This design comes from an exercise in tuning for small area and a short achievable clock period on the open sky130 flow, not from production work.
Power and IR drop assume default switching activity.

==> build 48 <==
==> flow/design.v <==
module map_xlate (
    input  wire        clk,
    input  wire        rst,             
    input  wire        cfg_we,
    input  wire [4:0]  cfg_addr,
    input  wire [63:0] cfg_wdata,
    input  wire        req_valid,
    input  wire [39:0] req_addr,
    input  wire        req_kt3,
    output reg         resp_valid,
    output reg  [4:0]  resp_column,
    output reg  [15:0] resp_row,
    output reg  [3:0]  resp_bank,
    output reg  [1:0]  resp_rank,
    output reg  [3:0]  resp_channel,
    output reg  [2:0]  resp_stack,
    output reg  [3:0]  resp_region,
    output reg         resp_unmapped
);
    localparam NREG  = 16;
    localparam NMASK = 13;
    localparam K     = 3;      
    integer n, j;
    reg        rg_mode  [0:NREG-1];
    reg [3:0]  rg_size  [0:NREG-1];    
    reg [9:0]  rg_base  [0:NREG-1];
    reg [9:0]  rg_rb    [0:NREG-1];
    reg        rg_lock  [0:NREG-1];
    reg [17:0] mk_mask  [0:NMASK-1];   
    reg        mk_lock  [0:NMASK-1];
    wire [3:0] d_size = cfg_wdata[7:4];
    wire [9:0] d_szm  = (10'd1 << d_size) - 10'd1;
    wire       d_wf   = (d_size <= 4'd10) && ((cfg_wdata[25:16] & d_szm) == 10'd0)
                                          && ((cfg_wdata[41:32] & d_szm) == 10'd0);
    wire [3:0] d_code = !cfg_wdata[0]    ? 4'd15 :
                        (d_size > 4'd10) ? 4'd10 : d_size;
    wire [3:0]  w_code = rst ? 4'd15  : d_code;
    wire [9:0]  w_rb   = rst ? 10'd0  : {cfg_wdata[41:33], cfg_wdata[32] | !d_wf};
    wire [63:0] w_d    = rst ? 64'd0  : cfg_wdata;
    always @(posedge clk) begin
        for (n = 0; n < NREG; n = n + 1) begin
            if (rst || (cfg_we && cfg_addr == n && !rg_lock[n])) begin
                rg_mode[n]  <= w_d[1];
                rg_size[n]  <= w_code;
                rg_base[n]  <= w_d[25:16];
                rg_rb[n]    <= w_rb;
                rg_lock[n]  <= w_d[63];
            end
        end
        for (n = 0; n < NMASK; n = n + 1) begin
            if (rst || (cfg_we && cfg_addr == NREG + n && !mk_lock[n])) begin
                mk_mask[n] <= w_d[38:21];
                mk_lock[n] <= w_d[63];
            end
        end
    end
    reg [9:0] tm [0:NREG-1];
    always @* begin
        for (n = 0; n < NREG; n = n + 1)
            for (j = 0; j < 10; j = j + 1)
                tm[n][j] = (j < rg_size[n]);
    end
    wire [9:0] x0 = req_addr[38:29];
    reg [15:0] c0_d, z0_d;
    reg        c, z, dj;
    always @* begin
        for (n = 0; n < NREG; n = n + 1) begin
            c = 1'b1;
            z = 1'b1;
            for (j = 0; j < K; j = j + 1) begin
                dj = x0[j] ^ ~rg_base[n][j] ^ c;
                c  = (x0[j] & ~rg_base[n][j]) | ((x0[j] | ~rg_base[n][j]) & c);
                z  = z & (!dj | tm[n][j]);
            end
            c0_d[n] = c;
            z0_d[n] = z;
        end
    end
    reg        q_v;
    reg [39:5] q_a;
    reg        q_k;
    reg [15:0] q_c, q_z;
    always @(posedge clk) begin
        q_v <= req_valid & ~rst;
        q_a <= req_addr[39:5];
        q_k <= req_kt3;
        q_c <= c0_d;
        q_z <= z0_d;
    end
    wire [9:0] x1 = q_a[38:29];
    reg [15:0] hit_d;
    always @* begin
        for (n = 0; n < NREG; n = n + 1) begin
            c = q_c[n];
            z = q_z[n];
            for (j = K; j < 10; j = j + 1) begin
                dj = x1[j] ^ ~rg_base[n][j] ^ c;
                c  = (x1[j] & ~rg_base[n][j]) | ((x1[j] | ~rg_base[n][j]) & c);
                z  = z & (!dj | tm[n][j]);
            end
            hit_d[n] = (rg_size[n] != 4'd15) && c && z;
        end
    end
    reg        p_v;
    reg [39:5] p_a;
    reg        p_k;
    reg [15:0] hit;
    always @(posedge clk) begin
        p_v <= q_v & ~rst;
        p_a <= q_a;
        p_k <= q_k;
        hit <= hit_d;
    end
    reg        any, multi;
    reg        s_mode;
    reg [3:0]  s_size, s_reg;
    reg [9:0]  s_rb;
    always @* begin
        any = 1'b0; multi = 1'b0;
        s_mode = 1'b0; s_size = 4'd0; s_rb = 10'd0; s_reg = 4'd0;
        for (n = 0; n < NREG; n = n + 1) begin
            multi  = multi | (any & hit[n]);
            any    = any | hit[n];
            s_mode = s_mode | (hit[n] & rg_mode[n]);
            s_size = s_size | ({4{hit[n]}} & rg_size[n]);
            s_rb   = s_rb   | ({10{hit[n]}} & rg_rb[n]);
            s_reg  = s_reg  | ({4{hit[n]}} & n[3:0]);
        end
    end
    wire s_wf   = (s_size == 4'd0) || !s_rb[0];
    wire mapped = !p_a[39] && any && !multi && s_wf;
    reg [9:0] t;
    always @* for (j = 0; j < 10; j = j + 1) t[j] = (j < s_size);
    wire [17:0] a_m = p_a[38:21] & {18{~p_k}};
    reg  [12:0] selbits;
    always @* begin
        for (n = 0; n < NMASK; n = n + 1)
            selbits[n] = p_a[8 + n] ^ (p_k & p_a[23 + n]) ^ (^(a_m & mk_mask[n]));
    end
    wire [22:0] a_sh = p_a[38:16] >> s_size;
    wire [12:0] ord  = a_sh[12:0];
    wire [15:0] ra  = s_mode ? p_a[25:10] : p_a[38:23];
    wire [15:0] row = {(ra[15:6] & t) | s_rb, ra[5:0]};
    always @(posedge clk) begin
        resp_valid    <= p_v & ~rst;
        resp_unmapped <= !mapped;
        resp_region   <= mapped ? s_reg : 4'd0;
        resp_row      <= mapped ? row : 16'd0;
        resp_column   <= mapped ? (s_mode ? p_a[9:5] : {p_a[22:21], p_a[7:5]}) : 5'd0;
        resp_channel  <= mapped ? (s_mode ? ord[9:6]   : selbits[3:0])  : 4'd0;
        resp_stack    <= mapped ? (s_mode ? ord[12:10] : selbits[6:4])  : 3'd0;
        resp_bank     <= mapped ? (s_mode ? ord[3:0]   : selbits[10:7]) : 4'd0;
        resp_rank     <= mapped ? (s_mode ? ord[5:4]   : selbits[12:11]): 2'd0;
    end
endmodule
==> flow/flow/run.sh <==
#!/bin/bash
# Layout flow: the standard flow (standard.sh: the standard synthesis and
# ORFS steps), with one change: the buffers that ORFS puts on every input and
# output port are sky130_fd_sc_hd__buf_2 instead of the slow delay cell
# (clkdlybuf4s50_1) that buffer_ports picks by default. Every port still gets
# its own buffer. The full output of the run goes to flow_standard.log here;
# each ORFS step keeps its own log under orfs/logs.
set -euo pipefail
bash standard.sh "BUFFER_PORTS_ARGS=-buffer_cell sky130_fd_sc_hd__buf_2" finish > flow_standard.log 2>&1
==> flow/standard.sh <==
#!/bin/bash
# synth_recipe.tcl (not shown) runs the flow's synth.tcl, then flattens the netlist and writes it again
# the make line also repeats each setting of config.mk as NAME=value (left out here)
make -C /OpenROAD-flow-scripts/flow DESIGN_CONFIG=/design/flow/config.mk WORK_HOME=/design/flow/orfs CLKGATE_MAP_FILE= SYNTH_SCRIPT=/design/flow/synth_recipe.tcl "${@:-finish}"
==> flow/config.mk <==
export PLATFORM = sky130hd
export DESIGN_NAME = map_xlate
export DESIGN_NICKNAME = map_xlate
export VERILOG_FILES = /design/flow/design.v
export SDC_FILE = /design/flow/constraint.sdc
export NUM_CORES = 4
export LEC_CHECK = 0
export CAP_MARGIN = 20
export CORE_MARGIN = 2
export CORE_UTILIZATION = 55
export SLEW_MARGIN = 20
==> flow/constraint.sdc <==
create_clock -name core_clock -period 16.0 [get_ports {clk}]
set_input_delay 3.2000 -clock core_clock [delete_from_list [all_inputs] [get_ports {clk}]]
set_output_delay 3.2000 -clock core_clock [all_outputs]
set_load 0.01 [all_outputs]
==> inputs of build 11, as changes to build 48 <==
==> flow/design.v, changed modules only <==
module map_xlate (
    input  wire        clk,
    input  wire        rst,             
    input  wire        cfg_we,
    input  wire [4:0]  cfg_addr,
    input  wire [63:0] cfg_wdata,
    input  wire        req_valid,
    input  wire [39:0] req_addr,
    input  wire        req_kt3,
    output reg         resp_valid,
    output reg  [4:0]  resp_column,
    output reg  [15:0] resp_row,
    output reg  [3:0]  resp_bank,
    output reg  [1:0]  resp_rank,
    output reg  [3:0]  resp_channel,
    output reg  [2:0]  resp_stack,
    output reg  [3:0]  resp_region,
    output reg         resp_unmapped
);
    localparam NREG  = 16;
    localparam NMASK = 13;
    integer n, j;
    reg        c_rst;
    reg        c_we;
    reg [4:0]  c_addr;
    reg [63:0] c_d;              
    reg        q_v;
    reg [39:5] q_a;
    reg        q_k;
    always @(posedge clk) begin
        c_rst  <= rst;
        c_we   <= cfg_we;
        c_addr <= cfg_addr;
        c_d    <= cfg_wdata;
        q_a    <= req_addr[39:5];
        q_k    <= req_kt3;
        q_v    <= req_valid & ~rst;
    end
    reg        rg_mode  [0:NREG-1];
    reg [3:0]  rg_size  [0:NREG-1];    
    reg [9:0]  rg_base  [0:NREG-1];
    reg [9:0]  rg_rb    [0:NREG-1];
    reg        rg_lock  [0:NREG-1];
    reg [17:0] mk_mask  [0:NMASK-1];   
    reg        mk_lock  [0:NMASK-1];
    wire [3:0] d_size = c_d[7:4];
    wire [9:0] d_szm  = (10'd1 << d_size) - 10'd1;
    wire       d_wf   = (d_size <= 4'd10) && ((c_d[25:16] & d_szm) == 10'd0)
                                          && ((c_d[41:32] & d_szm) == 10'd0);
    wire [3:0] d_code = !c_d[0]             ? 4'd15 :
                        (d_size > 4'd10)    ? 4'd10 : d_size;
    wire [3:0]  w_code = c_rst ? 4'd15  : d_code;
    wire [9:0]  w_rb   = c_rst ? 10'd0  : {c_d[41:33], c_d[32] | !d_wf};
    wire [63:0] w_d    = c_rst ? 64'd0  : c_d;
    always @(posedge clk) begin
        for (n = 0; n < NREG; n = n + 1) begin
            if (c_rst || (c_we && c_addr == n && !rg_lock[n])) begin
                rg_mode[n]  <= w_d[1];
                rg_size[n]  <= w_code;
                rg_base[n]  <= w_d[25:16];
                rg_rb[n]    <= w_rb;
                rg_lock[n]  <= w_d[63];
            end
        end
        for (n = 0; n < NMASK; n = n + 1) begin
            if (c_rst || (c_we && c_addr == NREG + n && !mk_lock[n])) begin
                mk_mask[n] <= w_d[38:21];
                mk_lock[n] <= w_d[63];
            end
        end
    end
    wire [9:0] a_hi = q_a[38:29];
    reg [9:0]  tm, e, m;
    reg        blo, eqh, inch;
    reg [15:0] hit_d;
    always @* begin
        for (n = 0; n < NREG; n = n + 1) begin
            for (j = 0; j < 10; j = j + 1) tm[j] = (j < rg_size[n]);
            e = ~(a_hi ^ rg_base[n]);
            blo = 1'b0;
            for (j = 0; j < 10; j = j + 1)
                if (tm[j]) blo = (~a_hi[j] & rg_base[n][j]) | (e[j] & blo);
            eqh = &(e | tm);
            m[0] = 1'b1;
            for (j = 1; j < 10; j = j + 1) m[j] = tm[j-1] | (m[j-1] & rg_base[n][j-1]);
            inch = (&((e ^ m) | tm)) & !tm[9] & !(m[9] & rg_base[n][9]);
            hit_d[n] = (rg_size[n] != 4'd15) && (blo ? inch : eqh);
        end
    end
    reg        p_v;
    reg [39:5] p_a;
    reg        p_k;
    reg [15:0] hit;
    always @(posedge clk) begin
        p_v <= q_v & ~rst;
        p_a <= q_a;
        p_k <= q_k;
        hit <= hit_d;
    end
    reg        any, multi;
    reg        s_mode;
    reg [3:0]  s_size, s_reg;
    reg [9:0]  s_rb;
    always @* begin
        any = 1'b0; multi = 1'b0;
        s_mode = 1'b0; s_size = 4'd0; s_rb = 10'd0; s_reg = 4'd0;
        for (n = 0; n < NREG; n = n + 1) begin
            multi  = multi | (any & hit[n]);
            any    = any | hit[n];
            s_mode = s_mode | (hit[n] & rg_mode[n]);
            s_size = s_size | ({4{hit[n]}} & rg_size[n]);
            s_rb   = s_rb   | ({10{hit[n]}} & rg_rb[n]);
            s_reg  = s_reg  | ({4{hit[n]}} & n[3:0]);
        end
    end
    wire s_wf   = (s_size == 4'd0) || !s_rb[0];
    wire mapped = !p_a[39] && any && !multi && s_wf;
    reg [9:0] t;
    always @* for (j = 0; j < 10; j = j + 1) t[j] = (j < s_size);
    wire [17:0] a_m = p_a[38:21] & {18{~p_k}};
    reg  [12:0] selbits;
    always @* begin
        for (n = 0; n < NMASK; n = n + 1)
            selbits[n] = p_a[8 + n] ^ (p_k & p_a[23 + n]) ^ (^(a_m & mk_mask[n]));
    end
    wire [22:0] a_sh = p_a[38:16] >> s_size;
    wire [12:0] ord  = a_sh[12:0];
    wire [15:0] ra  = s_mode ? p_a[25:10] : p_a[38:23];
    wire [15:0] row = {(ra[15:6] & t) | s_rb, ra[5:0]};
    always @(posedge clk) begin
        resp_valid    <= p_v & ~rst;
        resp_unmapped <= !mapped;
        resp_region   <= mapped ? s_reg : 4'd0;
        resp_row      <= mapped ? row : 16'd0;
        resp_column   <= mapped ? (s_mode ? p_a[9:5] : {p_a[22:21], p_a[7:5]}) : 5'd0;
        resp_channel  <= mapped ? (s_mode ? ord[9:6]   : selbits[3:0])  : 4'd0;
        resp_stack    <= mapped ? (s_mode ? ord[12:10] : selbits[6:4])  : 3'd0;
        resp_bank     <= mapped ? (s_mode ? ord[3:0]   : selbits[10:7]) : 4'd0;
        resp_rank     <= mapped ? (s_mode ? ord[5:4]   : selbits[12:11]): 2'd0;
    end
endmodule
==> flow/run.sh (new file) <==
#!/bin/bash
# synth_recipe.tcl (not shown) runs the flow's synth.tcl, then flattens the netlist and writes it again
# the make line also repeats each setting of config.mk as NAME=value (left out here)
make -C /OpenROAD-flow-scripts/flow DESIGN_CONFIG=/design/flow/config.mk WORK_HOME=/design/flow/orfs CLKGATE_MAP_FILE= SYNTH_SCRIPT=/design/flow/synth_recipe.tcl finish
--- a/flow/config.mk
+++ b/flow/config.mk
@@ -9,3 +9,3 @@
 export CORE_MARGIN = 2
-export CORE_UTILIZATION = 55
+export CORE_UTILIZATION = 40
 export SLEW_MARGIN = 20
removed: flow/flow/run.sh
removed: flow/standard.sh
==> inputs of build 4, as changes to build 48 <==
--- a/flow/design.v
+++ b/flow/design.v
@@ -26,3 +26,4 @@
     reg [9:0]  rg_base  [0:NREG-1];
-    reg [9:0]  rg_rb    [0:NREG-1];
+    reg [9:1]  rg_rb    [0:NREG-1];
+    reg        rg_rb0   [0:NREG-1];    
     reg        rg_lock  [0:NREG-1];
@@ -37,3 +38,2 @@
     wire [3:0]  w_code = rst ? 4'd15  : d_code;
-    wire [9:0]  w_rb   = rst ? 10'd0  : {cfg_wdata[41:33], cfg_wdata[32] | !d_wf};
     wire [63:0] w_d    = rst ? 64'd0  : cfg_wdata;
@@ -45,3 +45,3 @@
                 rg_base[n]  <= w_d[25:16];
-                rg_rb[n]    <= w_rb;
+                rg_rb[n]    <= w_d[41:33];
                 rg_lock[n]  <= w_d[63];
@@ -54,2 +54,16 @@
             end
+        end
+    end
+    reg        f_en;
+    reg [3:0]  f_idx;
+    reg        f_val;
+    always @(posedge clk) begin
+        f_en  <= cfg_we && !rst && !cfg_addr[4] && !rg_lock[cfg_addr[3:0]];
+        f_idx <= cfg_addr[3:0];
+        f_val <= cfg_wdata[32] | !d_wf;
+        for (n = 0; n < NREG; n = n + 1) begin
+            if (rst)
+                rg_rb0[n] <= 1'b0;
+            else if (f_en && f_idx == n)
+                rg_rb0[n] <= f_val;
         end
@@ -125,3 +139,3 @@
             s_size = s_size | ({4{hit[n]}} & rg_size[n]);
-            s_rb   = s_rb   | ({10{hit[n]}} & rg_rb[n]);
+            s_rb   = s_rb   | ({10{hit[n]}} & {rg_rb[n], rg_rb0[n]});
             s_reg  = s_reg  | ({4{hit[n]}} & n[3:0]);
==> flow/flow/run.sh (replaced) <==
#!/bin/bash
# Layout flow: the standard flow (standard.sh: the standard synthesis and
# ORFS steps) with two changes:
# - the buffers that ORFS puts on every input and output port are
#   sky130_fd_sc_hd__buf_2 instead of the slow delay cell (clkdlybuf4s50_1)
#   that buffer_ports picks by default; every port still gets its own buffer;
# - clock tree synthesis runs with ORFS's default arguments plus
#   -dont_use_dummy_load, so no dead clock loads are added.
# The full output of the run goes to flow_standard.log here; each ORFS step
# keeps its own log under orfs/logs.
set -euo pipefail
bash standard.sh \
  "BUFFER_PORTS_ARGS=-buffer_cell sky130_fd_sc_hd__buf_2" \
  "CTS_ARGS=-sink_clustering_enable -repair_clock_nets -dont_use_dummy_load" \
  finish > flow_standard.log 2>&1
--- a/flow/config.mk
+++ b/flow/config.mk
@@ -7,5 +7,5 @@
 export LEC_CHECK = 0
-export CAP_MARGIN = 20
+export CAP_MARGIN = 50
 export CORE_MARGIN = 2
 export CORE_UTILIZATION = 55
-export SLEW_MARGIN = 20
+export SLEW_MARGIN = 85
==> inputs of build 17, as changes to build 48 <==
--- a/flow/design.v
+++ b/flow/design.v
@@ -21,3 +21,3 @@
     localparam NMASK = 13;
-    localparam K     = 3;      
+    localparam K     = 2;      
     integer n, j;
@@ -26,3 +26,4 @@
     reg [9:0]  rg_base  [0:NREG-1];
-    reg [9:0]  rg_rb    [0:NREG-1];
+    reg [9:1]  rg_rb    [0:NREG-1];
+    reg        rg_rb0   [0:NREG-1];    
     reg        rg_lock  [0:NREG-1];
@@ -37,4 +38,4 @@
     wire [3:0]  w_code = rst ? 4'd15  : d_code;
-    wire [9:0]  w_rb   = rst ? 10'd0  : {cfg_wdata[41:33], cfg_wdata[32] | !d_wf};
-    wire [63:0] w_d    = rst ? 64'd0  : cfg_wdata;
+    wire [17:0] w_mask = rst ? 18'd0  : cfg_wdata[38:21];
+    wire        w_lock = !rst && cfg_wdata[63];
     always @(posedge clk) begin
@@ -42,7 +43,7 @@
             if (rst || (cfg_we && cfg_addr == n && !rg_lock[n])) begin
-                rg_mode[n]  <= w_d[1];
+                rg_mode[n]  <= cfg_wdata[1];
                 rg_size[n]  <= w_code;
-                rg_base[n]  <= w_d[25:16];
-                rg_rb[n]    <= w_rb;
-                rg_lock[n]  <= w_d[63];
+                rg_base[n]  <= cfg_wdata[25:16];
+                rg_rb[n]    <= cfg_wdata[41:33];
+                rg_lock[n]  <= w_lock;
             end
@@ -51,5 +52,19 @@
             if (rst || (cfg_we && cfg_addr == NREG + n && !mk_lock[n])) begin
-                mk_mask[n] <= w_d[38:21];
-                mk_lock[n] <= w_d[63];
+                mk_mask[n] <= w_mask;
+                mk_lock[n] <= w_lock;
             end
+        end
+    end
+    reg        f_en;
+    reg [3:0]  f_idx;
+    reg        f_val;
+    always @(posedge clk) begin
+        f_en  <= cfg_we && !rst && !cfg_addr[4] && !rg_lock[cfg_addr[3:0]];
+        f_idx <= cfg_addr[3:0];
+        f_val <= cfg_wdata[32] | !d_wf;
+        for (n = 0; n < NREG; n = n + 1) begin
+            if (rst)
+                rg_rb0[n] <= 1'b0;
+            else if (f_en && f_idx == n)
+                rg_rb0[n] <= f_val;
         end
@@ -125,3 +140,3 @@
             s_size = s_size | ({4{hit[n]}} & rg_size[n]);
-            s_rb   = s_rb   | ({10{hit[n]}} & rg_rb[n]);
+            s_rb   = s_rb   | ({10{hit[n]}} & {rg_rb[n], rg_rb0[n]});
             s_reg  = s_reg  | ({4{hit[n]}} & n[3:0]);
==> flow/flow/run.sh (replaced) <==
#!/bin/bash
# Layout flow: the standard flow (standard.sh: the standard synthesis and
# ORFS steps) with two changes:
# - the buffers that ORFS puts on every input and output port are
#   sky130_fd_sc_hd__buf_4 instead of the slow delay cell (clkdlybuf4s50_1)
#   that buffer_ports picks by default; every port still gets its own buffer;
# - clock tree synthesis runs with ORFS's default arguments plus
#   -dont_use_dummy_load (no dead clock loads) and sinks clustered
#   by up to 30 within 100 um.
# The full output of the run goes to flow_standard.log here; each ORFS step
# keeps its own log under orfs/logs.
set -euo pipefail
bash standard.sh \
  "BUFFER_PORTS_ARGS=-buffer_cell sky130_fd_sc_hd__buf_4" \
  "CTS_ARGS=-sink_clustering_enable -repair_clock_nets -dont_use_dummy_load -sink_clustering_size 30 -sink_clustering_max_diameter 100" \
  finish > flow_standard.log 2>&1
==> results.txt <==
| metric | build 4 | build 17 | build 48 | build 11 |
|---|---|---|---|---|
| Crit path launch type | input port | input port | input port | register |
| Critical Setup Path Class | in -> reg | in -> reg | in -> reg | reg -> out |
| Combined area of all synthesized cells | 0.0352 sq mm | 0.0354 sq mm | 0.0348 sq mm | 0.0415 sq mm |
| Detailed Place HPWL | 70500 um | 59300 um | 55300 um | 74700 um |
| Data required time of the worst path | 16300 ps | 16240 ps | 16320 ps | 12800 ps |
| Top Metal Used | met5 | met4 | met5 | met4 |
| Setup slack after layout | 8820 ps | 11140 ps | 10830 ps | 11200 ps |
| Multiplexer area fraction after synthesis | 0.0265 | 0.0264 | 0.0223 | 0.0310 |
| Routed met3 length | 8840 um | 5800 um | 9770 um | 9580 um |
| Fraction of standard cell area in multi-input logic | 0.326 | 0.304 | 0.290 | 0.367 |
| Filler-free cell count of the finished design | 3883 | 3500 | 3473 | 5252 |
| Status | timing/DRC/antenna clean | timing/DRC/antenna clean | timing/DRC/antenna clean | timing/DRC/antenna clean |
| Fraction of final layout cells with drive strength greater than 1 | 0.319 | 0.110 | 0.156 | 0.0888 |
| Combinational group power | 1.03 mW | 0.724 mW | 0.695 mW | 0.891 mW |
| Post-Synth Adder-Cell Area | 0.0849 | 0.0830 | 0.0884 | 0.0493 |
| Post-route total power | 5.18 mW | 4.21 mW | 5.17 mW | 5.59 mW |
| Most numerous cell on the critical path | clkdlybuf4s50_1 | buf_4 | o21ai_0 | - |
| VDD IR-drop max | 0.000111 V | 0.0000869 V | 0.000104 V | 0.0000774 V |
| Leakage component of the power | 17.5 nW | 14.0 nW | 14.5 nW | 17.1 nW |
| Cell at the slowest stage of the critical path | clkdlybuf4s50_1 | or3_1 | or4b_2 | clkdlybuf4s50_1 |
No functional check of the RTL was part of any run of this note.

[static timing again, ports no longer ideal]
No port has a modelled driver above. Below, the same layouts with a new extraction and two added sets of constraints.
Step 1 sets driving cells, clkbuf_16 on the clock port and buf_2 on the other inputs (assumed; they add their load-dependent delay and slew).
Step 2 moves the port delays by t, midway between the first and last clock arrival at a register: inputs arrive t later, outputs are due t later. That takes back most of the time a late clock gives input paths.
Slacks: ideal ports / drivers / drivers and shift; pairs: ideal ports / drivers.
| run | t, ns | slack for setup (ns) | worst hold slack (ns) | worst register clock-pin slew, ns |
|---|---|---|---|---|
| build 48 | 0.675 | 10.833 / 10.878 / 10.203 | 0.325 / 0.325 / 0.325 | 0.07 / 0.07 |
| build 11 | 0.732 | 11.203 / 11.139 / 11.870 | 0.323 / 0.323 / 0.323 | 0.06 / 0.06 |
| build 4 | 0.673 | 8.817 / 8.834 / 8.161 | 0.324 / 0.324 / 0.324 | 0.06 / 0.06 |
| build 17 | 0.625 | 11.141 / 11.179 / 10.554 | 0.331 / 0.331 / 0.331 | 0.12 / 0.12 |
After both steps every run listed still meets setup and hold. The setup slack of build 4, which loses most, moves by +0.017 ns with the drivers and by -0.656 ns with both steps.
